What follows belongs to an exercise in optimizing a design on an open flow for small area, a short achievable clock period and few clock cycles; a production flow would make more cautious choices. Function was not checked in any run shown here: the RTL went through the layout flow alone.

==> flow/design.v <==
module dgs_sha256 (
    input  wire         clk,
    input  wire         rst,         
    input  wire         start,
    input  wire         load_state,
    input  wire         partial,
    input  wire [255:0] state_in,    
    input  wire [63:0]  count_in,    
    output wire         idle,
    input  wire         in_valid,
    output wire         in_ready,
    input  wire [31:0]  in_data,     
    input  wire         in_last,
    input  wire [2:0]   in_nbytes,   
    output reg          done,
    output wire         err,
    output wire [255:0] digest,
    output wire [63:0]  count_out
);
    localparam [255:0] IV = {32'h6a09e667, 32'hbb67ae85, 32'h3c6ef372, 32'ha54ff53a,
                             32'h510e527f, 32'h9b05688c, 32'h1f83d9ab, 32'h5be0cd19};
    function [31:0] rotr(input [31:0] x, input integer n);
        rotr = (x >> n) | (x << (32 - n));
    endfunction
    function [31:0] bk_add(input [31:0] x, input [31:0] y);
        reg [31:0] p, g, p0;
        integer i, j;
        begin
            p = x ^ y;
            g = x & y;
            p0 = p;
            for (i = 1; i <= 5; i = i + 1)
                for (j = 2**i - 1; j < 32; j = j + 2**i) begin
                    g[j] = g[j] | (p[j] & g[j - 2**(i-1)]);
                    p[j] = p[j] & p[j - 2**(i-1)];
                end
            for (i = 5; i > 0; i = i - 1)
                for (j = 2**i + 2**(i-1) - 1; j < 32; j = j + 2**i) begin
                    g[j] = g[j] | (p[j] & g[j - 2**(i-1)]);
                    p[j] = p[j] & p[j - 2**(i-1)];
                end
            bk_add = p0 ^ {g[30:0], 1'b0};
        end
    endfunction
    reg         busy;
    reg [31:0]  a, b, c, d, e, f, g, h;    
    reg [255:0] hv;              
    reg [511:0] wv;              
    reg [5:0]   na;              
    reg         pb;              
    reg [5:0]   nb_i;
    reg         pc;              
    reg         fold;            
    reg         r61, r62;        
    reg         r0;              
    reg [31:0]  hkw;
    reg [63:0]  tot;             
    reg         part_r;          
    reg         err_r;           
    reg         ended;           
    reg         placed80;        
    reg         lenblk;          
    reg         fin;             
    reg         perr_r;          
    assign idle     = !busy;
    assign in_ready = busy && !ended && !fin && (na[5:4] == 2'd0);
    assign err       = err_r;
    assign digest    = {a, b, c, d, e, f, g, h};
    assign count_out = tot;
    wire [2:0] nbytes = in_last ? in_nbytes : 3'd4;
    reg [31:0] byte_mask, pad_byte;
    always @(*) begin
        case (nbytes)
            3'd0:    begin byte_mask = 32'h00000000; pad_byte = 32'h80000000; end
            3'd1:    begin byte_mask = 32'hff000000; pad_byte = 32'h00800000; end
            3'd2:    begin byte_mask = 32'hffff0000; pad_byte = 32'h00008000; end
            3'd3:    begin byte_mask = 32'hffffff00; pad_byte = 32'h00000080; end
            default: begin byte_mask = 32'hffffffff; pad_byte = 32'h00000000; end
        endcase
    end
    wire [31:0] data_word = (in_data & byte_mask) | pad_byte;
    wire [63:0] bit_len = {tot[60:0], 3'b000};
    wire [31:0] pad_word = !placed80                 ? 32'h80000000 :
                           (lenblk && na == 6'd14)   ? bit_len[63:32] :
                           (lenblk && na == 6'd15)   ? bit_len[31:0]  : 32'd0;
    wire [31:0] wm2  = wv[63:32];      
    wire [31:0] wm7  = wv[223:192];    
    wire [31:0] wm15 = wv[479:448];    
    wire [31:0] wm16 = wv[511:480];    
    wire [31:0] ss0 = rotr(wm15, 7)  ^ rotr(wm15, 18) ^ (wm15 >> 3);
    wire [31:0] ss1 = rotr(wm2, 17)  ^ rotr(wm2, 19)  ^ (wm2 >> 10);
    wire [31:0] w_sched = ss1 + wm7 + ss0 + wm16;
    wire take = in_valid && in_ready;
    wire sched = (na[5:4] != 2'd0);
    wire pad_go = busy && ended && !fin && !sched;
    wire p_full  = (in_nbytes == 3'd4) && (na == 6'd15);    
    wire p_empty = (in_nbytes == 3'd0) && (na == 6'd0);     
    wire p_end   = take && part_r && in_last;
    wire a_go = !err_r && (sched || pad_go || (take && !(p_end && !p_full)));
    wire [31:0] a_word = sched ? w_sched : ended ? pad_word : data_word;
    reg [31:0] k_n;
    always @(*) begin
        case (nb_i)
            6'd0:  k_n = 32'h428a2f98;  6'd1:  k_n = 32'h71374491;
            6'd2:  k_n = 32'hb5c0fbcf;  6'd3:  k_n = 32'he9b5dba5;
            6'd4:  k_n = 32'h3956c25b;  6'd5:  k_n = 32'h59f111f1;
            6'd6:  k_n = 32'h923f82a4;  6'd7:  k_n = 32'hab1c5ed5;
            6'd8:  k_n = 32'hd807aa98;  6'd9:  k_n = 32'h12835b01;
            6'd10: k_n = 32'h243185be;  6'd11: k_n = 32'h550c7dc3;
            6'd12: k_n = 32'h72be5d74;  6'd13: k_n = 32'h80deb1fe;
            6'd14: k_n = 32'h9bdc06a7;  6'd15: k_n = 32'hc19bf174;
            6'd16: k_n = 32'he49b69c1;  6'd17: k_n = 32'hefbe4786;
            6'd18: k_n = 32'h0fc19dc6;  6'd19: k_n = 32'h240ca1cc;
            6'd20: k_n = 32'h2de92c6f;  6'd21: k_n = 32'h4a7484aa;
            6'd22: k_n = 32'h5cb0a9dc;  6'd23: k_n = 32'h76f988da;
            6'd24: k_n = 32'h983e5152;  6'd25: k_n = 32'ha831c66d;
            6'd26: k_n = 32'hb00327c8;  6'd27: k_n = 32'hbf597fc7;
            6'd28: k_n = 32'hc6e00bf3;  6'd29: k_n = 32'hd5a79147;
            6'd30: k_n = 32'h06ca6351;  6'd31: k_n = 32'h14292967;
            6'd32: k_n = 32'h27b70a85;  6'd33: k_n = 32'h2e1b2138;
            6'd34: k_n = 32'h4d2c6dfc;  6'd35: k_n = 32'h53380d13;
            6'd36: k_n = 32'h650a7354;  6'd37: k_n = 32'h766a0abb;
            6'd38: k_n = 32'h81c2c92e;  6'd39: k_n = 32'h92722c85;
            6'd40: k_n = 32'ha2bfe8a1;  6'd41: k_n = 32'ha81a664b;
            6'd42: k_n = 32'hc24b8b70;  6'd43: k_n = 32'hc76c51a3;
            6'd44: k_n = 32'hd192e819;  6'd45: k_n = 32'hd6990624;
            6'd46: k_n = 32'hf40e3585;  6'd47: k_n = 32'h106aa070;
            6'd48: k_n = 32'h19a4c116;  6'd49: k_n = 32'h1e376c08;
            6'd50: k_n = 32'h2748774c;  6'd51: k_n = 32'h34b0bcb5;
            6'd52: k_n = 32'h391c0cb3;  6'd53: k_n = 32'h4ed8aa4a;
            6'd54: k_n = 32'h5b9cca4f;  6'd55: k_n = 32'h682e6ff3;
            6'd56: k_n = 32'h748f82ee;  6'd57: k_n = 32'h78a5636f;
            6'd58: k_n = 32'h84c87814;  6'd59: k_n = 32'h8cc70208;
            6'd60: k_n = 32'h90befffa;  6'd61: k_n = 32'ha4506ceb;
            6'd62: k_n = 32'hbef9a3f7;  default: k_n = 32'hc67178f2;
        endcase
    end
    wire [31:0] m0 = fold ? hv[255:224] : 32'd0;
    wire [31:0] m4 = fold ? hv[127:96]  : 32'd0;
    wire [31:0] fa_h = r61 ? hv[159:128] : r62 ? hv[191:160] : hv[223:192];    
    wire [31:0] fe_h = r61 ? hv[31:0]    : r62 ? hv[63:32]   : hv[95:64];      
    wire [31:0] fa_s = bk_add(a, fa_h);
    wire [31:0] fe_s = bk_add(e, fe_h);
    wire [31:0] h_src = fold ? hv[31:0] : pc ? g : h;
    wire [31:0] hkw_n = h_src + k_n + wv[31:0];
    wire [31:0] big_s1 = rotr(e, 6) ^ rotr(e, 11) ^ rotr(e, 25);
    wire [31:0] big_s0 = rotr(a, 2) ^ rotr(a, 13) ^ rotr(a, 22);
    wire [31:0] ch     = (e & f) ^ (~e & g);
    wire [31:0] maj    = (a & b) ^ (a & c) ^ (b & c);
    wire [31:0] a1s = hkw ^ big_s1 ^ ch;
    wire [31:0] a1c = {((hkw & big_s1) | (hkw & ch) | (big_s1 & ch)), 1'b0} ;
    wire [31:0] a2s = big_s0 ^ maj ^ m0;
    wire [31:0] a2c = {((big_s0 & maj) | (big_s0 & m0) | (maj & m0)), 1'b0};
    wire [31:0] a3s = a1s ^ a1c ^ a2s;
    wire [31:0] a3c = {((a1s & a1c) | (a1s & a2s) | (a1c & a2s)), 1'b0};
    wire [31:0] a4s = a3s ^ a3c ^ a2c;
    wire [31:0] a4c = {((a3s & a3c) | (a3s & a2c) | (a3c & a2c)), 1'b0};
    wire [31:0] a_n = a4s + a4c;
    wire [31:0] e1s = hkw ^ d ^ m4;
    wire [31:0] e1c = {((hkw & d) | (hkw & m4) | (d & m4)), 1'b0};
    wire [31:0] e2s = e1s ^ e1c ^ big_s1;
    wire [31:0] e2c = {((e1s & e1c) | (e1s & big_s1) | (e1c & big_s1)), 1'b0};
    wire [31:0] e3s = e2s ^ e2c ^ ch;
    wire [31:0] e3c = {((e2s & e2c) | (e2s & ch) | (e2c & ch)), 1'b0};
    wire [31:0] e_n = e3s + e3c;
    wire [3:0]  lo_n = {1'b0, tot[2:0]} + {1'b0, nbytes};
    reg  [60:0] pre;             
    reg  [60:0] inc_m;
    integer     ii, ll;
    always @(*) begin
        pre = tot[63:3];
        for (ll = 0; ll < 6; ll = ll + 1)
            for (ii = 0; ii < 61; ii = ii + 1)
                if (ii[ll])
                    pre[ii] = pre[ii] & pre[((ii >> ll) << ll) - 1];
        inc_m = {pre[59:0] & {60{lo_n[3]}}, lo_n[3]};
    end
    wire [63:0] tot_n = {tot[63:3] ^ inc_m, lo_n[2:0]};
    wire err0  = load_state && (count_in[5:0] != 6'd0);
    wire perr  = p_end && !p_full && !p_empty && !err_r;    
    wire ld    = !busy || perr_r;
    wire         use_in = !busy && !err0 && load_state;
    wire         use_iv = !busy && !err0 && !load_state;
    wire [255:0] init_v = ({256{use_in}} & state_in) | ({256{use_iv}} & IV);
    wire [63:0]  init_t = {64{use_in}} & count_in;
    always @(posedge clk) begin
        if (ld) begin
            {a, b, c, d, e, f, g, h} <= init_v;
            tot <= init_t;
        end else begin
            if (pc) begin
                a <= a_n;
                b <= fold ? fa_s : a;
                c <= fold ? hv[191:160] : b;
                d <= fold ? hv[159:128] : c;
                e <= e_n;
                f <= fold ? fe_s : e;
                g <= fold ? hv[63:32] : f;
                h <= fold ? hv[31:0] : g;
            end
            if (take && !err_r)
                tot <= tot_n;
        end
        if (pc && r0)
            hv <= {a, b, c, d, e, f, g, h};
        if (r61) begin
            hv[159:128] <= fa_s;
            hv[31:0]    <= fe_s;
        end
        if (r62) begin
            hv[191:160] <= fa_s;
            hv[63:32]   <= fe_s;
        end
        if (a_go)
            wv <= {wv[479:0], a_word};
        hkw  <= hkw_n;
        nb_i <= na;
        r0   <= pb && (nb_i == 6'd0);
    end
    always @(posedge clk) begin
        if (rst) begin
            busy <= 1'b0;
            done <= 1'b0;
            pb   <= 1'b0;
            pc   <= 1'b0;
            fold <= 1'b0;
            r61  <= 1'b0;
            r62  <= 1'b0;
            perr_r <= 1'b0;
        end else begin
            done <= 1'b0;
            if (!busy) begin
                if (start) begin
                    err_r    <= err0;
                    part_r   <= partial;
                    ended    <= 1'b0;
                    placed80 <= 1'b0;
                    lenblk   <= 1'b0;
                    fin      <= 1'b0;
                    perr_r   <= 1'b0;
                    na       <= 6'd0;
                    pb       <= 1'b0;
                    pc       <= 1'b0;
                    fold     <= 1'b0;
                    r61      <= 1'b0;
                    r62      <= 1'b0;
                    busy     <= 1'b1;
                end
            end else begin
                if (a_go)
                    na <= na + 6'd1;
                if (take && in_last) begin
                    ended <= 1'b1;
                    if (part_r) begin
                        if (p_full)
                            fin <= 1'b1;
                    end else if (nbytes != 3'd4) begin
                        placed80 <= 1'b1;
                        if (na[3:0] <= 4'd13 || na[3:0] == 4'd15)
                            lenblk <= 1'b1;    
                    end
                end
                if (pad_go) begin
                    placed80 <= 1'b1;
                    if (!placed80 && na[3:0] <= 4'd13)
                        lenblk <= 1'b1;
                    if (na[3:0] == 4'd15) begin
                        if (lenblk)
                            fin <= 1'b1;
                        else
                            lenblk <= 1'b1;    
                    end
                end
                pb   <= a_go;
                pc   <= pb;
                fold <= pb && (nb_i == 6'd63);
                r61  <= pb && (nb_i == 6'd61);
                r62  <= pb && (nb_i == 6'd62);
                if (perr_r) begin
                    done <= 1'b1;
                    busy <= 1'b0;
                end else if (take && in_last && (err_r || perr)) begin
                    err_r  <= 1'b1;
                    done   <= err_r;
                    busy   <= !err_r;
                    perr_r <= !err_r;
                    pb     <= 1'b0;
                    pc     <= 1'b0;
                    fold   <= 1'b0;
                    r61    <= 1'b0;
                    r62    <= 1'b0;
                end else if (p_end && p_empty && !(pb || pc)) begin
                    done <= 1'b1;
                    busy <= 1'b0;
                end else if (p_end && p_empty) begin
                    fin <= 1'b1;
                end else if (fin && fold) begin
                    done <= 1'b1;
                    busy <= 1'b0;
                end
            end
        end
    end
endmodule
==> flow/flow/run.sh <==
#!/bin/bash
# The standard layout, with the port buffers made of the smallest buffer cell,
# a clock tree of smaller buffers without dummy loads, and timing repair
# aiming 5.4 ns below the clock period.
set -euo pipefail
export BUFFER_PORTS_ARGS="-buffer_cell sky130_fd_sc_hd__buf_1"
export CTS_ARGS="-sink_clustering_enable -repair_clock_nets -dont_use_dummy_load -buf_list sky130_fd_sc_hd__clkbuf_4"
export SETUP_SLACK_MARGIN=5.4
bash standard.sh > standard.log 2>&1
==> flow/standard.sh <==
#!/bin/bash
# synth_recipe.tcl (not shown) runs the flow's synth.tcl, then flattens the netlist and writes it again
# the make line also repeats each setting of config.mk as NAME=value (left out here)
make -C /OpenROAD-flow-scripts/flow DESIGN_CONFIG=/design/flow/config.mk WORK_HOME=/design/flow/orfs CLKGATE_MAP_FILE= SYNTH_SCRIPT=/design/flow/synth_recipe.tcl "${@:-finish}"
==> flow/config.mk <==
export PLATFORM = sky130hd
export DESIGN_NAME = dgs_sha256
export DESIGN_NICKNAME = dgs_sha256
export VERILOG_FILES = /design/flow/design.v
export SDC_FILE = /design/flow/constraint.sdc
export NUM_CORES = 4
export LEC_CHECK = 0
export CAP_MARGIN = 20
export CORE_MARGIN = 2
export CORE_UTILIZATION = 50
export SLEW_MARGIN = 20
==> flow/constraint.sdc <==
create_clock -name core_clock -period 10.0 [get_ports {clk}]
set_input_delay 2.0000 -clock core_clock [delete_from_list [all_inputs] [get_ports {clk}]]
set_output_delay 2.0000 -clock core_clock [all_outputs]
set_load 0.01 [all_outputs]
==> flow_summary_export.csv, run 1 <==
group,metric,value,unit
status,outcome,"no timing/DRC/antenna violations",
yosys,synth.avg_cell_area,11.7,µm²
yosys,ys_seq_elements,1179,
clock_network,htree_levels,5,
timing,hold_viol_final,0,
final_layout,fillers,11500,
yosys,synth_edf_count,1100,
run,drv_cap,0,
detailed_routing,via_count,53500,
floorplanning,initial_core_util,50.4,%
yosys,synth.most_common_cell,"edfxtp_1",
worst_setup_path,critical_path.top_delay_family,"adder cells",
detailed_routing,drtIter0Drc,7038,
clock_network,cts_tree,"yes",
floorplanning,num_io_pins,686,
timing,setup-violations-final,0,
worst_setup_path,cp_max_fo,4,
detailed_routing,drc,0,
global_route,gr-usage-met2,54.1,%
worst_setup_path,required,10.96,ns
worst_hold_path,min_path_type,"register to register",
global_route,use_met3,10.3,%
floorplanning,die_y,374,µm
yosys,ys_seq_area_share,50.7,%
global_route,grt_pass1_vias,51500,
yosys,yosysTopAreaCellShare,48.4,%
timing,finalClockSkew,0.190,ns
final_layout,fin_util,59.6,%
clock_network,clk_pin_slew,0.06,ns
yosys,synth_nets,6721,
yosys,syn_area,68300,µm²
timing,worstMarginPinSlew,1.21,ns
worst_setup_path,crit_type,"register to register",
worst_setup_path,max_stage_delay,0.57,ns
floorplanning,die_area,140000,µm²
timing,slew_headroom,19.6,%
placement,port_buffers,685,
detailed_routing,vias_per_cell,6.14,
worst_setup_path,arrival,6.31,ns
yosys,ys_top_cells_by_count,"edfxtp_1 (1100), inv_1 (540), nand2_1 (537)",
timing,fmax,187,MHz
yosys,synth_top_area_cell,"edfxtp_1",
worst_setup_path,cp_slowest_cell,"fa_1",
clock_network,clockRootBuffer,"clkbuf_4",
detailed_routing,antenna_left,0,
worst_setup_path,crit_buf_inv,3,
yosys,synth-async-reset-ratio,0,%
global_route,antenna_found_initial,22,
global_route,busiest_layer,"met1",
floorplanning,rows,135,
clock_network,cts_hold_buf,0,
final_layout,area_delta_synth_final,18.3,%
timing,final-max-slew-violation-count,0,
global_route,grt.total_usage,37.7,%
detailed_routing,firstDrtPassIters,6,
final_layout,final-seq-area,34600,µm²
clock_network,clk_latency,1.37,ns
global_route,grt_pass1_wl,376,mm
yosys,syn_inst,5815,
timing,grt_setup_unrepaired,"yes",
yosys,yosys_warnings,1,
placement,place.gp.congestion,0.984,
yosys,ys.flop_type,"edfxtp_1",
timing,min_period_over_period,53.5,%
placement,dp_hpwl,189,mm
detailed_routing,post_drt_wl_per_cell,30.8,µm
clock_network,cts_made_buffers,338,
timing,holdWs,0.341,ns
final_layout,final_net_count,7829,
yosys,synth_cell_types,90,
floorplanning,die_x,374,µm
yosys,synth_area_leaders,"edfxtp_1 (48%), fa_1 (9.9%), xnor2_1 (4.0%)",
worst_setup_path,crit_path_end_kind,"register",
global_route,grt_max_degree,181,
floorplanning,coreArea,135000,µm²
final_layout,drive_above_1_share,18.1,%
global_route,gr-total-overflow,0,
detailed_routing,routed_wirelength,268,mm
worst_setup_path,crit_chain,"xnor2_2 -> xnor2_2 -> fa_1 -> inv_2 -> fa_2 -> inv_2 -> fa_1 -> ha_2 -> fa_2 -> a21o_1 -> nand2_2 -> a21boi_4 -> o2111a_1 -> o31a_1 -> o41ai_4 -> buf_4 -> a21oi_1 -> a21oi_1 -> xor2_1 -> o21ai_1",
timing,post-route-min-period,5.35,ns
final_layout,multi_input_area,32700,µm²
clock_network,clockBufferDepth,4,
global_route,met1_usage,54.9,%
worst_setup_path,cp-start-kind,"register",
clock_network,numClockSinks,1179,
worst reg2reg max path, cell delays in order, from the launching register on:
cell      delay (ns)
edfxtp_1        0.49
xnor2_2         0.27
xnor2_2         0.16
fa_1            0.58
inv_2           0.06
fa_2            0.57
inv_2           0.04
fa_1            0.44
ha_2            0.20
fa_2            0.35
a21o_1          0.19
nand2_2         0.08
a21boi_4        0.07
o2111a_1        0.27
o31a_1          0.31
o41ai_4         0.32
buf_4           0.19
a21oi_1         0.07
a21oi_1         0.16
xor2_1          0.15
o21ai_1         0.06
worst paths after layout:
check,startpoint,slack [ns],depth (start not counted),end
worst max register to register,e[27]$_DFFE_PP_,4.65,20,a[28]$_DFFE_PP_
worst max-delay path,e[27]$_DFFE_PP_,4.65,20,a[28]$_DFFE_PP_
worst min register to register,wv[144]$_DFFE_PP_,0.34,0,wv[176]$_DFFE_PP_
worst min-delay path,wv[144]$_DFFE_PP_,0.34,0,wv[176]$_DFFE_PP_
per-stage QoR:
step / worst slack (ns) / instance area [µm²] / cells / setup TNS (ns)
after global placement: 4.18 / 72900 / 8035 / 0
after global routing: 4.55 / 80800 / 8705 / 0
after detailed placement: 4.16 / 72900 / 8035 / 0
after floorplan: -1.55 / 68800 / 5815 / -717.07
after CTS: 4.74 / 79100 / 8614 / 0
final: 4.65 / 80800 / 8710 / 0
cells by family after synthesis:
group | after synthesis | synth area share (%)
muxes | 352 | 5.60
AOI/OAI and AO/OA | 1313 | 12.2
xor gates and xnor gates | 465 | 5.96
adders and majority gates | 547 | 13.7
and+or+nand+nor | 1102 | 7.14
buffers and inverters | 857 | 4.72
DFF | 1179 | 50.7
placed cells by master (no fill, tap or decap), types with 42 or more instances in the layout:
master	Yosys	final
a221o_1	95	95
buf_4	0	308
a21oi_1	284	245
and2_1	48	42
a21o_1	122	121
nand2_1	537	529
inv_1	540	522
xor2_1	150	143
buf_1	37	684
edfxtp_1	1100	1100
nor2_1	255	246
mux2_2	130	124
fa_1	339	306
o21ai_0	464	404
clkbuf_4	0	338
mux2i_1	211	198
ha_1	205	167
o21ai_1	47	80
dfxtp_1	79	74
xnor2_2	0	60
nand3_1	60	55
xnor2_1	315	249
routing by layer:
metal  vias to the layer above  wire length, µm  share of wire, %
li1                      22800                -                 -
met1                     26900           113000                42
met2                      3279           115000                43
met3                       468            30600                11
met4                        12             9520               3.5
met5                         -               77             0.029
registers in the layout, indices dropped and copies added (netlist names), 6 cells and up:
signal  count
hv        256
hkw        32
k_n        32
g          32
nb_i        6
f          32
b          32
na          6
tot        64
e          32
a          32
h          32
d          32
c          32
wv        512
layout make-up:
cell class              instances  area share [%]
inverters                     544            2.53
well taps                    1781            2.76
diodes                          8          0.0248
repair buffers               1081            8.15
flip-flops and latches       1179            42.9
multi-input cells            3779            40.5
clock buffers                 338            3.14
timing repair:
item / in CTS / in global routing
buffers inserted: 225 / 85
pin swaps: 125 / 145
cloned: 16 / 3
gates resized for setup: 294 / 204
hold endpoints to repair: 0 / 0
endpoints found under the setup margin: 375 / 308
==> run 2: changes to the inputs <==
--- a/flow/design.v
+++ b/flow/design.v
@@ -61,7 +61,6 @@
     reg         placed80;        
     reg         lenblk;          
     reg         fin;             
-    reg         perr_r;          
     assign idle     = !busy;
     assign in_ready = busy && !ended && !fin && (na[5:4] == 2'd0);
     assign err       = err_r;
@@ -135,34 +134,42 @@
             6'd62: k_n = 32'hbef9a3f7;  default: k_n = 32'hc67178f2;
         endcase
     end
-    wire [31:0] m0 = fold ? hv[255:224] : 32'd0;
-    wire [31:0] m4 = fold ? hv[127:96]  : 32'd0;
+    function [31:0] csa_s(input [31:0] x, input [31:0] y, input [31:0] z);
+        csa_s = x ^ y ^ z;
+    endfunction
+    function [31:0] csa_c(input [31:0] x, input [31:0] y, input [31:0] z);
+        csa_c = {((x & y) | (x & z) | (y & z)), 1'b0};
+    endfunction
     wire [31:0] fa_h = r61 ? hv[159:128] : r62 ? hv[191:160] : hv[223:192];    
     wire [31:0] fe_h = r61 ? hv[31:0]    : r62 ? hv[63:32]   : hv[95:64];      
     wire [31:0] fa_s = bk_add(a, fa_h);
     wire [31:0] fe_s = bk_add(e, fe_h);
+    wire [31:0] dj_s = csa_s(c, hv[127:96], ~hv[255:224]);
+    wire [31:0] dj_c = csa_c(c, hv[127:96], ~hv[255:224]) | 32'd1;
+    wire [31:0] d_adj = bk_add(dj_s, dj_c);
     wire [31:0] h_src = fold ? hv[31:0] : pc ? g : h;
-    wire [31:0] hkw_n = h_src + k_n + wv[31:0];
+    wire [31:0] m0    = (nb_i == 6'd63) ? hv[255:224] : 32'd0;
+    wire [31:0] b1s   = csa_s(h_src, wv[31:0], m0);
+    wire [31:0] b1c   = csa_c(h_src, wv[31:0], m0);
+    wire [31:0] b2s   = csa_s(b1s, b1c, k_n);
+    wire [31:0] b2c   = csa_c(b1s, b1c, k_n);
+    wire [31:0] hkw_n = b2s + b2c;
     wire [31:0] big_s1 = rotr(e, 6) ^ rotr(e, 11) ^ rotr(e, 25);
     wire [31:0] big_s0 = rotr(a, 2) ^ rotr(a, 13) ^ rotr(a, 22);
     wire [31:0] ch     = (e & f) ^ (~e & g);
     wire [31:0] maj    = (a & b) ^ (a & c) ^ (b & c);
-    wire [31:0] a1s = hkw ^ big_s1 ^ ch;
-    wire [31:0] a1c = {((hkw & big_s1) | (hkw & ch) | (big_s1 & ch)), 1'b0} ;
-    wire [31:0] a2s = big_s0 ^ maj ^ m0;
-    wire [31:0] a2c = {((big_s0 & maj) | (big_s0 & m0) | (maj & m0)), 1'b0};
-    wire [31:0] a3s = a1s ^ a1c ^ a2s;
-    wire [31:0] a3c = {((a1s & a1c) | (a1s & a2s) | (a1c & a2s)), 1'b0};
-    wire [31:0] a4s = a3s ^ a3c ^ a2c;
-    wire [31:0] a4c = {((a3s & a3c) | (a3s & a2c) | (a3c & a2c)), 1'b0};
-    wire [31:0] a_n = a4s + a4c;
-    wire [31:0] e1s = hkw ^ d ^ m4;
-    wire [31:0] e1c = {((hkw & d) | (hkw & m4) | (d & m4)), 1'b0};
-    wire [31:0] e2s = e1s ^ e1c ^ big_s1;
-    wire [31:0] e2c = {((e1s & e1c) | (e1s & big_s1) | (e1c & big_s1)), 1'b0};
-    wire [31:0] e3s = e2s ^ e2c ^ ch;
-    wire [31:0] e3c = {((e2s & e2c) | (e2s & ch) | (e2c & ch)), 1'b0};
-    wire [31:0] e_n = e3s + e3c;
+    wire [31:0] a1s = csa_s(hkw, ch, maj);
+    wire [31:0] a1c = csa_c(hkw, ch, maj);
+    wire [31:0] a2s = csa_s(a1s, a1c, big_s1);
+    wire [31:0] a2c = csa_c(a1s, a1c, big_s1);
+    wire [31:0] a3s = csa_s(a2s, a2c, big_s0);
+    wire [31:0] a3c = csa_c(a2s, a2c, big_s0);
+    wire [31:0] a_n = a3s + a3c;
+    wire [31:0] e1s = csa_s(hkw, d, ch);
+    wire [31:0] e1c = csa_c(hkw, d, ch);
+    wire [31:0] e2s = csa_s(e1s, e1c, big_s1);
+    wire [31:0] e2c = csa_c(e1s, e1c, big_s1);
+    wire [31:0] e_n = e2s + e2c;
     wire [3:0]  lo_n = {1'b0, tot[2:0]} + {1'b0, nbytes};
     reg  [60:0] pre;             
     reg  [60:0] inc_m;
@@ -178,7 +185,7 @@
     wire [63:0] tot_n = {tot[63:3] ^ inc_m, lo_n[2:0]};
     wire err0  = load_state && (count_in[5:0] != 6'd0);
     wire perr  = p_end && !p_full && !p_empty && !err_r;    
-    wire ld    = !busy || perr_r;
+    wire ld    = busy ? perr : start;
     wire         use_in = !busy && !err0 && load_state;
     wire         use_iv = !busy && !err0 && !load_state;
     wire [255:0] init_v = ({256{use_in}} & state_in) | ({256{use_iv}} & IV);
@@ -192,7 +199,7 @@
                 a <= a_n;
                 b <= fold ? fa_s : a;
                 c <= fold ? hv[191:160] : b;
-                d <= fold ? hv[159:128] : c;
+                d <= fold ? hv[159:128] : r62 ? d_adj : c;
                 e <= e_n;
                 f <= fold ? fe_s : e;
                 g <= fold ? hv[63:32] : f;
@@ -226,7 +233,6 @@
             fold <= 1'b0;
             r61  <= 1'b0;
             r62  <= 1'b0;
-            perr_r <= 1'b0;
         end else begin
             done <= 1'b0;
             if (!busy) begin
@@ -237,7 +243,6 @@
                     placed80 <= 1'b0;
                     lenblk   <= 1'b0;
                     fin      <= 1'b0;
-                    perr_r   <= 1'b0;
                     na       <= 6'd0;
                     pb       <= 1'b0;
                     pc       <= 1'b0;
@@ -276,19 +281,15 @@
                 fold <= pb && (nb_i == 6'd63);
                 r61  <= pb && (nb_i == 6'd61);
                 r62  <= pb && (nb_i == 6'd62);
-                if (perr_r) begin
-                    done <= 1'b1;
-                    busy <= 1'b0;
-                end else if (take && in_last && (err_r || perr)) begin
-                    err_r  <= 1'b1;
-                    done   <= err_r;
-                    busy   <= !err_r;
-                    perr_r <= !err_r;
-                    pb     <= 1'b0;
-                    pc     <= 1'b0;
-                    fold   <= 1'b0;
-                    r61    <= 1'b0;
-                    r62    <= 1'b0;
+                if (take && in_last && (err_r || perr)) begin
+                    err_r <= 1'b1;
+                    done  <= 1'b1;
+                    busy  <= 1'b0;
+                    pb    <= 1'b0;
+                    pc    <= 1'b0;
+                    fold  <= 1'b0;
+                    r61   <= 1'b0;
+                    r62   <= 1'b0;
                 end else if (p_end && p_empty && !(pb || pc)) begin
                     done <= 1'b1;
                     busy <= 1'b0;
==> flow/flow/run.sh (replaced) <==
#!/bin/bash
# The standard layout, with the port buffers made of the smallest buffer cell
# and a clock tree of smaller buffers without dummy loads.
set -euo pipefail
export BUFFER_PORTS_ARGS="-buffer_cell sky130_fd_sc_hd__buf_1"
export CTS_ARGS="-sink_clustering_enable -repair_clock_nets -dont_use_dummy_load -buf_list sky130_fd_sc_hd__clkbuf_4"
bash standard.sh > standard.log 2>&1
--- a/flow/config.mk
+++ b/flow/config.mk
@@ -8,4 +8,5 @@
 export CAP_MARGIN = 20
 export CORE_MARGIN = 2
 export CORE_UTILIZATION = 50
+export SETUP_SLACK_MARGIN = 5
 export SLEW_MARGIN = 20
==> flow_summary_export.csv, run 2 <==
group,metric,value,unit
floorplanning,num_io_pins,686,
clock_network,clockBufferDepth,4,
yosys,ys.flop_type,"edfxtp_1",
clock_network,cts_tree,"yes",
yosys,synth.avg_cell_area,11.4,µm²
worst_setup_path,crit_buf_inv,1,
detailed_routing,antenna_left,0,
timing,final-max-slew-violation-count,0,
detailed_routing,drtIter0Drc,7871,
final_layout,reg_top3,"wv (512), hv (256), tot (64)",
final_layout,largest_reg_flops,512,
yosys,synth_area_leaders,"edfxtp_1 (47%), fa_1 (10%), xnor2_1 (4.1%)",
timing,setup_slack,4.92,ns
worst_setup_path,critPathMostFrequentCell,"fa_1",
clock_network,numClockSinks,1178,
global_route,grt.total_usage,37.5,%
global_route,busiest_layer,"met1",
worst_setup_path,crit_chain,"o21ai_0 -> fa_1 -> inv_1 -> fa_1 -> fa_1 -> ha_1 -> a21o_1 -> a41o_1 -> a2111oi_4 -> o211ai_1 -> a31oi_1 -> xor2_1 -> mux2i_1",
final_layout,final_common_cell,"edfxtp_1",
timing,worstMarginPinSlew,1.19,ns
detailed_routing,vias_per_cell,6.17,
detailed_routing,post_drt_wl_per_cell,31.1,µm
global_route,antenna_found_initial,29,
yosys,ys_top_cells_by_count,"edfxtp_1 (1100), inv_1 (634), a21oi_1 (448)",
yosys,ys_seq_area_share,48.8,%
final_layout,layout_common_cells,"edfxtp_1 (1100), buf_1 (685), inv_1 (627)",
worst_setup_path,r2r_cells,13,
timing,min_period_over_period,50.8,%
yosys,yosysTopAreaCellShare,46.6,%
yosys,synth_edf_count,1100,
worst_hold_path,worst_hold_path.endpoint,"wv[314]$_DFFE_PP_",
final_layout,final_net_count,8074,
placement,pre_cts_ws,3.82,ns
worst_setup_path,arrival,6.06,ns
final_layout,area_delta_synth_final,13.1,%
timing,finalClockSkew,0.136,ns
final_layout,drive_above_1_share,11.2,%
timing,grt_setup_unrepaired,"yes",
worst_setup_path,r2r-start,"b[20]$_DFFE_PP_",
worst_setup_path,required,10.98,ns
placement,place.gp.congestion,0.967,
detailed_routing,via_count,55700,
yosys,synth_top_area_cell,"edfxtp_1",
yosys,synth-async-reset-ratio,0,%
timing,slew_headroom,20.3,%
global_route,gr-usage-met2,52.7,%
global_route,grt_pass1_vias,52300,
floorplanning,die_x,380,µm
yosys,syn_area,70900,µm²
global_route,met1_usage,55.8,%
yosys,ys_seq_elements,1178,
timing,hold_viol_final,0,
worst_hold_path,min_delay_path_depth,0,
clock_network,clockRootBuffer,"clkbuf_4",
floorplanning,die_y,380,µm
global_route,grt_pass1_wl,386,mm
detailed_routing,firstDrtPassIters,7,
final_layout,fin_util,56.8,%
timing,setup-violations-final,0,
worst_setup_path,crit-reg2reg-capture,"a[29]$_DFFE_PP_",
worst_hold_path,min_path_type,"register to register",
worst_setup_path,crit_path_end_kind,"register",
yosys,syn_inst,6217,
placement,port_buffers,685,
clock_network,clk_pin_slew,0.06,ns
run,drv_cap,0,
placement,dp_hpwl,209,mm
detailed_routing,routed_wirelength,281,mm
yosys,synth_cell_types,95,
timing,post-route-min-period,5.08,ns
worst_hold_path,min_from,"wv[282]$_DFFE_PP_",
timing,fmax,197,MHz
floorplanning,coreArea,141000,µm²
clock_network,cts_made_buffers,334,
floorplanning,initial_core_util,50.2,%
final_layout,largest_register,"wv",
floorplanning,die_area,145000,µm²
worst_setup_path,cp_slowest_cell,"o21ai_0",
placement,place_area,75200,µm²
floorplanning,rows,138,
worst_setup_path,reg2reg_slack,4.92,ns
detailed_routing,drc,0,
clock_network,clk_latency,1.30,ns
yosys,synth_nets,7169,
worst_setup_path,cp.depth,13,
worst_setup_path,critical_path.top_delay_family,"compound AO/OA/AOI/OAI gates",
timing,holdWs,0.377,ns
global_route,grt_max_degree,169,
clock_network,htree_levels,5,
worst_setup_path,crit_type,"register to register",
yosys,yosys_warnings,1,
global_route,use_met3,9.09,%
worst_setup_path,cp-start-kind,"register",
final_layout,finish.instance_area,80200,µm²
worst_setup_path,cp_max_fo,5,
global_route,gr-total-overflow,0,
status,outcome,"no timing/DRC/antenna violations",
worst_setup_path,max_stage_delay,0.82,ns
yosys,synth.most_common_cell,"edfxtp_1",
[run 2: per-layer routing]
layer  vias to the layer above  routed length [µm]
met5                         -                  75
met4                        12               12000
met3                       543               32100
met2                      3400              118000
met1                     27800              119000
li1                      24000                   -
[run 2: layout make-up]
cell class	count	area, µm²
fill	12400	60900
antenna	17	42.5
timing repair buffer	914	4920
sequential	1178	34600
multi-input combinational	4059	33300
tap	1890	2360
clock buffer	334	2510
inverter	635	2380
[run 2: how the worst max path moves through the flow]
stage                                start                  end
after global placement      c[0]$_DFFE_PP_      d[31]$_DFFE_PP_
after global routing        c[1]$_DFFE_PP_      a[29]$_DFFE_PP_
after floorplan               in_nbytes[1]  na[0]$_SDFFCE_PN0P_
after detailed placement  r62$_SDFFE_PP0N_      b[31]$_DFFE_PP_
final                      b[20]$_DFFE_PP_      a[29]$_DFFE_PP_
after CTS                   b[1]$_DFFE_PP_      a[31]$_DFFE_PP_
[run 2: through the flow]
stage / TNS, ns / std cells
6_report: 0 / 9027
5_1_grt: 0 / 9023
4_1_cts: 0 / 8916
3_5_place_dp: 0 / 8533
3_3_place_gp: 0 / 8533
2_1_floorplan: -397.57 / 6217
[run 2: worst register-to-register path: stages (launching register included)]
cell and delay [ns]:
edfxtp_1 0.52, o21ai_0 0.82, fa_1 0.56, inv_1 0.09, fa_1 0.43, fa_1 0.45, ha_1 0.38, a21o_1 0.21
a41o_1 0.25, a2111oi_4 0.46, o211ai_1 0.17, a31oi_1 0.22, xor2_1 0.15, mux2i_1 0.08
[run 2: cells by family (layout without fill, tap and decap cells)]
| group | Yosys count | after routing | share of synthesized area, % |
|---|---|---|---|
| compound gates | 1502 | 1502 | 13.1 |
| flops | 1178 | 1178 | 48.8 |
| simple gates | 1154 | 1154 | 7.76 |
| buf+inv | 980 | 1883 | 5.31 |
| fa+ha+maj | 591 | 591 | 14.2 |
| xor+xnor | 468 | 468 | 5.78 |
| mux | 344 | 344 | 5.05 |
| other cells | 0 | 17 | 0 |
[run 2: timing repair]
item | CTS | global route
cloned | 1 | 9
pin swaps | 13 | 75
gates resized for setup | 108 | 115
setup endpoints to repair | 227 | 63
buffers inserted | 48 | 85
hold buffers | 0 | 0
==> run 3: changes to the inputs <==
==> flow/flow/run.sh (replaced) <==
#!/bin/bash
# The standard layout, with the port buffers made of the smallest buffer cell,
# a clock tree of smaller buffers without dummy loads, and timing repair
# aiming 5.4 ns below the clock period.
set -euo pipefail
export BUFFER_PORTS_ARGS="-buffer_cell sky130_fd_sc_hd__buf_1"
export CTS_ARGS="-sink_clustering_enable -repair_clock_nets -dont_use_dummy_load -buf_list sky130_fd_sc_hd__clkbuf_4"
export SETUP_SLACK_MARGIN=5.4
bash standard.sh > standard.log 2>&1
--- a/flow/config.mk
+++ b/flow/config.mk
@@ -8,5 +8,4 @@
 export CAP_MARGIN = 20
 export CORE_MARGIN = 2
 export CORE_UTILIZATION = 50
-export SETUP_SLACK_MARGIN = 5
 export SLEW_MARGIN = 20
==> flow_summary_export.csv, run 3 <==
group,metric,value,unit
status,outcome,"no timing/DRC/antenna violations",
timing,hold_viol_final,0,
timing,finalClockSkew,0.166,ns
yosys,synth_edf_count,1100,
timing,post-route-min-period,4.92,ns
yosys,synth_top_area_cell,"edfxtp_1",
worst_setup_path,cp_max_fo,2,
final_layout,final-seq-area,34600,µm²
yosys,synth_area_leaders,"edfxtp_1 (47%), fa_1 (10%), xnor2_1 (4.1%)",
floorplanning,rows,138,
detailed_routing,vias_per_cell,6.21,
final_layout,largest_reg_flops,512,
global_route,grt_max_degree,179,
timing,setup-violations-final,0,
yosys,syn_inst,6217,
placement,place.gp.congestion,0.994,
floorplanning,die_area,145000,µm²
worst_hold_path,min_delay_path_depth,0,
yosys,ys.flop_type,"edfxtp_1",
worst_setup_path,r2r_cells,19,
global_route,gr-total-overflow,0,
yosys,synth_nets,7169,
timing,fin_setup_tns,0,ns
final_layout,drive_above_1_share,15.2,%
worst_setup_path,required,10.96,ns
floorplanning,initial_core_util,50.2,%
detailed_routing,via_count,56700,
detailed_routing,drtIter0Drc,7955,
floorplanning,die_y,380,µm
timing,fmax,203,MHz
clock_network,htree_levels,5,
yosys,yosysTopAreaCellShare,46.6,%
clock_network,cts_tree,"yes",
yosys,synth_cell_types,95,
clock_network,clk_latency,1.33,ns
clock_network,clk_pin_slew,0.06,ns
yosys,synth.avg_cell_area,11.4,µm²
final_layout,fillers,12200,
clock_network,clockRootBuffer,"clkbuf_4",
timing,grt_setup_unrepaired,"yes",
final_layout,reg_top3,"wv (512), hv (256), tot (64)",
clock_network,cts_made_buffers,336,
global_route,grt_pass1_vias,54200,
detailed_routing,antenna_left,0,
yosys,yosys_warnings,1,
timing,slew_headroom,20.3,%
final_layout,largest_register,"wv",
yosys,synth.most_common_cell,"edfxtp_1",
global_route,antenna_found_initial,29,
final_layout,final_net_count,8188,
final_layout,multi_input_area,34500,µm²
timing,final-max-slew-violation-count,0,
worst_setup_path,crit_path_end_kind,"register",
floorplanning,num_io_pins,686,
timing,min_period_over_period,49.2,%
timing,worstMarginPinSlew,1.19,ns
detailed_routing,firstDrtPassIters,9,
yosys,syn_area,70900,µm²
run,drv_cap,0,
floorplanning,die_x,380,µm
yosys,ys_top_cells_by_count,"edfxtp_1 (1100), inv_1 (634), a21oi_1 (448)",
worst_setup_path,crit-reg2reg-capture,"d[31]$_DFFE_PP_",
placement,pre_cts_ws,3.45,ns
global_route,grt.total_usage,39.0,%
yosys,synth-async-reset-ratio,0,%
global_route,grt_pass1_wl,402,mm
clock_network,clockBufferDepth,4,
placement,dp_hpwl,206,mm
yosys,ys_seq_elements,1178,
detailed_routing,drc,0,
worst_setup_path,cp-start-kind,"register",
placement,port_buffers,685,
timing,setup_slack,5.08,ns
worst_hold_path,worst_hold_path.endpoint,"wv[147]$_DFFE_PP_",
worst_setup_path,crit_type,"register to register",
yosys,ys_seq_area_share,48.8,%
final_layout,final_common_cell,"edfxtp_1",
floorplanning,coreArea,141000,µm²
final_layout,area_delta_synth_final,16.5,%
worst_hold_path,min_path_type,"register to register",
detailed_routing,post_drt_wl_per_cell,31.4,µm
clock_network,numClockSinks,1178,
worst_setup_path,r2r-start,"hv[225]$_DFFE_PP_",
worst_hold_path,min_from,"wv[115]$_DFFE_PP_",
worst_setup_path,arrival,5.89,ns
worst_setup_path,reg2reg_slack,5.08,ns
final_layout,layout_common_cells,"edfxtp_1 (1100), buf_1 (684), inv_1 (619)",
detailed_routing,routed_wirelength,287,mm
[run 3: cell counts after synthesis]
No cell type changed its count.
[run 3: cell type report]
class / count / share of cell area, %
flip-flops and latches: 1178 / 41.9
multi-input cells: 4061 / 41.8
repair buffers: 1024 / 7.40
clock buffers: 336 / 3.06
inverters: 635 / 2.89
well taps: 1890 / 2.86
diodes: 17 / 0.0515
[run 3: cell families (layout without fill, tap and decap cells)]
group	after synthesis	in the layout	share of synthesized area (%)
other	0	17	0
AOI/OAI and AO/OA	1502	1502	13.1
DFF	1178	1178	48.8
xor gates and xnor gates	468	468	5.78
muxes	344	344	5.05
and+or+nand+nor	1154	1156	7.76
adders and majority gates	591	591	14.2
buffers and inverters	980	1995	5.31
[run 3: metrics by stage]
step	cells	utilization (%)	cell area [µm²]	hold slack [ns]
3_3_place_gp	8529	53.3	75200	0.400
2_1_floorplan	6217	-	71000	0.365
4_1_cts	9070	57.6	81200	0.313
6_report	9141	58.5	82600	0.320
3_5_place_dp	8529	53.3	75200	0.405
5_1_grt	9133	58.5	82500	0.341
[run 3: layer usage]
layer	vias to the layer above	share of wire, %	GRT usage [%]
met3	639	12	10.1
met1	28200	42	57.3
li1	24200	-	-
met2	3673	42	55.1
met5	-	0.043	0
met4	18	4.5	15.1
[run 3: worst max-delay path by stage]
stage / startpoint / endpoint / slack [ns] / cells after the start
2_1_floorplan: in_nbytes[1] / na[0]$_SDFFCE_PN0P_ / -0.88 / 7
3_3_place_gp: in_last / c[10]$_DFFE_PP_ / 3.55 / 9
3_5_place_dp: in_last / d[12]$_DFFE_PP_ / 3.45 / 9
4_1_cts: hv[225]$_DFFE_PP_ / d[31]$_DFFE_PP_ / 5.07 / 19
5_1_grt: c[1]$_DFFE_PP_ / d[31]$_DFFE_PP_ / 4.89 / 20
6_report: hv[225]$_DFFE_PP_ / d[31]$_DFFE_PP_ / 5.08 / 19
[run 3: what timing repair did]
action | in CTS | in global routing
setup buffers | 187 | 54
gates resized for setup | 283 | 189
hold buffers | 0 | 0
gates cloned | 18 | 0
endpoints found under the setup margin | 447 | 173
pin swaps | 137 | 107
[run 3: worst max-delay path: stages (launching register included)]
cell and delay, ns:
edfxtp_1 0.47, fa_1 0.53, inv_2 0.05, fa_2 0.39, a21o_1 0.19, a21o_4 0.23, a2111oi_4 0.56, nor3_2 0.11
nor2_2 0.21, o311a_4 0.22, o311ai_4 0.10, a21o_1 0.21, a21o_1 0.17, fa_2 0.34, xor2_1 0.15, xnor2_1 0.24
nand2_1 0.11, xnor2_1 0.14, mux2i_1 0.14, a21oi_1 0.08

[separate check: timing with driven ports]
The results above use ideal ports. As a check the final layouts listed here were re-extracted and re-timed, cells and wires unchanged. Step 1: set_driving_cell puts a clkbuf_16 on clk and a buf_2 on each other input, an assumption about the parent block. Step 2 times the ports against the registers' clock, not the clock port: input delays grow and output delays shrink by t, the midpoint of the rising clock arrivals with the driver on. a / b / c = ideal ports / drivers / drivers and shift; a / b = the first two.
run | shift t [ns] | slack for setup (ns) | hold slack, ns | worst setup path at the end | worst register clock-pin slew, ns
run 1 | 1.365 | 4.652 / 4.652 / 4.299 | 0.341 / 0.341 / 0.341 | input to register | 0.07 / 0.07
run 2 | 1.315 | 4.922 / 4.922 / 4.356 | 0.377 / 0.377 / 0.377 | input to register | 0.08 / 0.08
run 3 | 1.336 | 5.075 / 5.075 / 4.605 | 0.320 / 0.320 / 0.320 | input to register | 0.07 / 0.07
After both steps every run listed still meets setup and hold. For run 2, which loses most, drivers alone change the setup slack by 0.000 ns; drivers and shift together by -0.566 ns.
